Source: an optimization exercise on an open RTL-to-GDS flow (aim: small area, a short achievable clock period and few clock cycles). Production flows keep margins and buffers that such runs may drop.
In this exercise RTL edits were held to simulation tests only and were not proved equivalent to the original.
Power is estimated from default activity; no workload was simulated.

== v6 ==
==> flow/design.v (excerpt) <==
module mxquant (
    input  wire         clk,
    input  wire         rst,           
    input  wire         in_valid,
    output wire         in_ready,
    input  wire [127:0] in_x,          
    input  wire [7:0]   in_fmt,        
    input  wire [2:0]   in_round,
    input  wire         in_sat,
    input  wire         seed_load,
    input  wire [31:0]  seed,
    output reg          out_valid,
    output reg  [31:0]  out_e,         
    output reg  [7:0]   out_scale,
    output reg  [3:0]   out_sat
);
Size: ~6100 cells after synthesis, roughly 1600 flip-flops, roughly 220 I/O pins, about 0.063 sq mm of cells after synthesis.
Settings: LEC_CHECK=0, CAP_MARGIN=50, CORE_MARGIN=2, CORE_UTILIZATION=40, CTS_CLUSTER_SIZE=30, SETUP_SLACK_MARGIN=1.5, SLEW_MARGIN=70; clock period 24.0 ns.
standard.sh (not shown) runs the stock make flow with config.mk's settings and CLKGATE_MAP_FILE= SYNTH_SCRIPT=/design/flow/synth_recipe.tcl, a recipe that flattens the netlist after the stock synthesis.
==> flow/flow/run.sh <==
#!/bin/bash
# The standard layout, with the port buffers made from plain buffers
# (sky130_fd_sc_hd__buf_2) instead of the delay buffers buffer_ports picks
# by default. Every input and output port still gets its own buffer.
set -e
export BUFFER_PORTS_ARGS="-buffer_cell sky130_fd_sc_hd__buf_2"
bash standard.sh > standard.log 2>&1
In summary, v6 completed successfully, with a layout that passed the timing, DRC and antenna checks.
Testbench counts of v6, summed over its fixed seeds: cycles 96,088.
Edits applied to the flow inputs when going from v6 to v7:
# v6
export LEC_CHECK = 0
export CAP_MARGIN = 50
export CORE_MARGIN = 2
export CORE_UTILIZATION = 40
export CTS_CLUSTER_SIZE = 30
export SETUP_SLACK_MARGIN = 1.5
export SLEW_MARGIN = 70
create_clock -name core_clock -period 24.0 [get_ports {clk}]
# v7
export LEC_CHECK = 0
export CAP_MARGIN = 50
export CORE_MARGIN = 2
export CORE_UTILIZATION = 40
export SETUP_SLACK_MARGIN = 1.5
export SLEW_MARGIN = 70
create_clock -name core_clock -period 24.0 [get_ports {clk}]
==> flow/run.sh (new file) <==
#!/bin/bash
# synth_recipe.tcl (not shown) runs the flow's synth.tcl, then flattens the netlist and writes it again
# the make line also repeats each setting of config.mk as NAME=value (left out here)
make -C /OpenROAD-flow-scripts/flow DESIGN_CONFIG=/design/flow/config.mk WORK_HOME=/design/flow/orfs CLKGATE_MAP_FILE= SYNTH_SCRIPT=/design/flow/synth_recipe.tcl finish
removed: flow/flow/run.sh
removed: flow/standard.sh
## What came out
Per the comparison of v7 with v6, power rose 110 uW, data required time of the worst path dropped 5.50 ns.
Clock-buffer cell count, v6 and v7, lower one = v6.
Non-clock buffer count | v7 above v6
On v7: total length of routed wires is about 0.6% higher than what v6 gave.
[v7] fraction of met2 tracks used by global routing rose 0.33 points relative to v6
Total length of routed met3 wires (v7 vs. v6) decreases by a few percent
As far as clock network area share is concerned, v6 and v7 perform about the same.
Re final period demand of the worst path: v6 was lower than v7.

* * *

build 95:
Another version of the RTL of mxquant (not shown whole).
Size in the first run: roughly 1600 flip-flops, roughly 220 I/O pins, about 0.064 mm² of cells after synthesis.
## mxquant
module mxquant (
    input  wire         clk,
    input  wire         rst,           
    input  wire         in_valid,
    output wire         in_ready,
    input  wire [127:0] in_x,          
    input  wire [7:0]   in_fmt,        
    input  wire [2:0]   in_round,
    input  wire         in_sat,
    input  wire         seed_load,
    input  wire [31:0]  seed,
    output reg          out_valid,
    output reg  [31:0]  out_e,         
    output reg  [7:0]   out_scale,
    output reg  [3:0]   out_sat
);
Settings: LEC_CHECK=0, CAP_MARGIN=20, CORE_MARGIN=2, CORE_UTILIZATION=40, SETUP_SLACK_MARGIN=1.5, SLEW_MARGIN=20; clock period 24.0 ns.
run.sh (not shown) runs the stock make flow with config.mk's settings and CLKGATE_MAP_FILE= SYNTH_SCRIPT=/design/flow/synth_recipe.tcl, a recipe that flattens the netlist after the stock synthesis.
Stock flow here: none of the scripts above is used.
Testbench counts of build 95, summed over its fixed seeds: cycles 96,088.
[inputs] build 41 vs build 95
--- a/flow/config.mk
+++ b/flow/config.mk
@@ -6,7 +6,7 @@
 export NUM_CORES = 4
 export LEC_CHECK = 0
-export CAP_MARGIN = 20
+export CAP_MARGIN = 70
 export CORE_MARGIN = 2
 export CORE_UTILIZATION = 40
 export SETUP_SLACK_MARGIN = 1.5
-export SLEW_MARGIN = 20
+export SLEW_MARGIN = 85
==> notes.md <==
A last element of the critical path of lane[2].u_lane.m2[7] is what build 95 shows, while lane[0].u_lane.p2_d[6] belongs to build 41.
Comparing build 95 and build 41, the higher tightest hold margin is on build 95.
Side by side, number of global-route vias before repair turned out higher in build 41 than in build 95.
Build 41: clock skew 0.0032 ns below build 95
What build 4 does differently from build 41 at the input level:
--- a/flow/config.mk
+++ b/flow/config.mk
@@ -6,7 +6,7 @@
 export NUM_CORES = 4
 export LEC_CHECK = 0
-export CAP_MARGIN = 70
+export CAP_MARGIN = 20
 export CORE_MARGIN = 2
-export CORE_UTILIZATION = 40
+export CORE_UTILIZATION = 65
 export SETUP_SLACK_MARGIN = 1.5
-export SLEW_MARGIN = 85
+export SLEW_MARGIN = 20
- Diff build 41 -> build 4: fmax increased about 75%, total via count in the routed design went down, sequential portion of the cell area now larger.
- Across both runs, later-pin clock latency in the skew report was lower for build 4 than for build 41.
- On clock buffer count: build 4 sits below build 41.
- Build 4 vs. build 41: power went down by about 24%; total of flip-flops plus latches after synthesis has remained practically unchanged.
- Between build 4 and build 41, total stage count of the critical path is higher for build 41, build 4 comes in under that.
### build 4 -> build 23
--- a/flow/config.mk
+++ b/flow/config.mk
@@ -6,7 +6,7 @@
 export NUM_CORES = 4
 export LEC_CHECK = 0
-export CAP_MARGIN = 20
+export CAP_MARGIN = 50
 export CORE_MARGIN = 2
-export CORE_UTILIZATION = 65
+export CORE_UTILIZATION = 40
 export SETUP_SLACK_MARGIN = 1.5
-export SLEW_MARGIN = 20
+export SLEW_MARGIN = 70
[summary]
NOTE: number of fill cells in build 23 exceeds that of build 4. clkinv_1 as the cell with the largest stage delay on the worst path was reported by build 4, and clkdlybuf4s50_1 by build 23. Synthesized net count of build 23 is on par with build 4. Compared to build 4, build 23 shows a wider setup margin. Going from build 4 to build 23, number of non-filler instances in the completed layout grew by more than 10%. Cmp build 23 vs build 4: post-route minimum period lower in build 23.

static timing again, ports no longer ideal:
In the flow no input, the clock included, has a driving cell. The finished layouts below were timed again as built, in two steps. Step 1 (the two cells are an assumption about what drives the block):
set clk [get_ports {clk}]
set_driving_cell -lib_cell sky130_fd_sc_hd__clkbuf_16 $clk
set_driving_cell -lib_cell sky130_fd_sc_hd__buf_2 [delete_from_list [all_inputs] $clk]
Step 2 moves the port delays by t, midway between the first and last clock arrival at a register: inputs arrive t later, outputs are due t later. That takes back most of the time a late clock gives input paths. Slacks: ideal / step 1 / step 2; pairs: ideal / step 1.
run	t (ns)	slack for setup (ns)	cell pins on the clock port's net
v6	0.891	17.356 / 17.356 / 17.356	1
v7	0.883	17.266 / 17.183 / 17.515	1
build 95	0.868	17.080 / 17.042 / 17.080	1
build 41	0.865	11.499 / 11.499 / 11.499	1
build 4	0.830	16.850 / 16.850 / 16.850	1
build 23	0.875	17.379 / 17.296 / 17.604	1
After both steps every run listed still meets setup and hold.
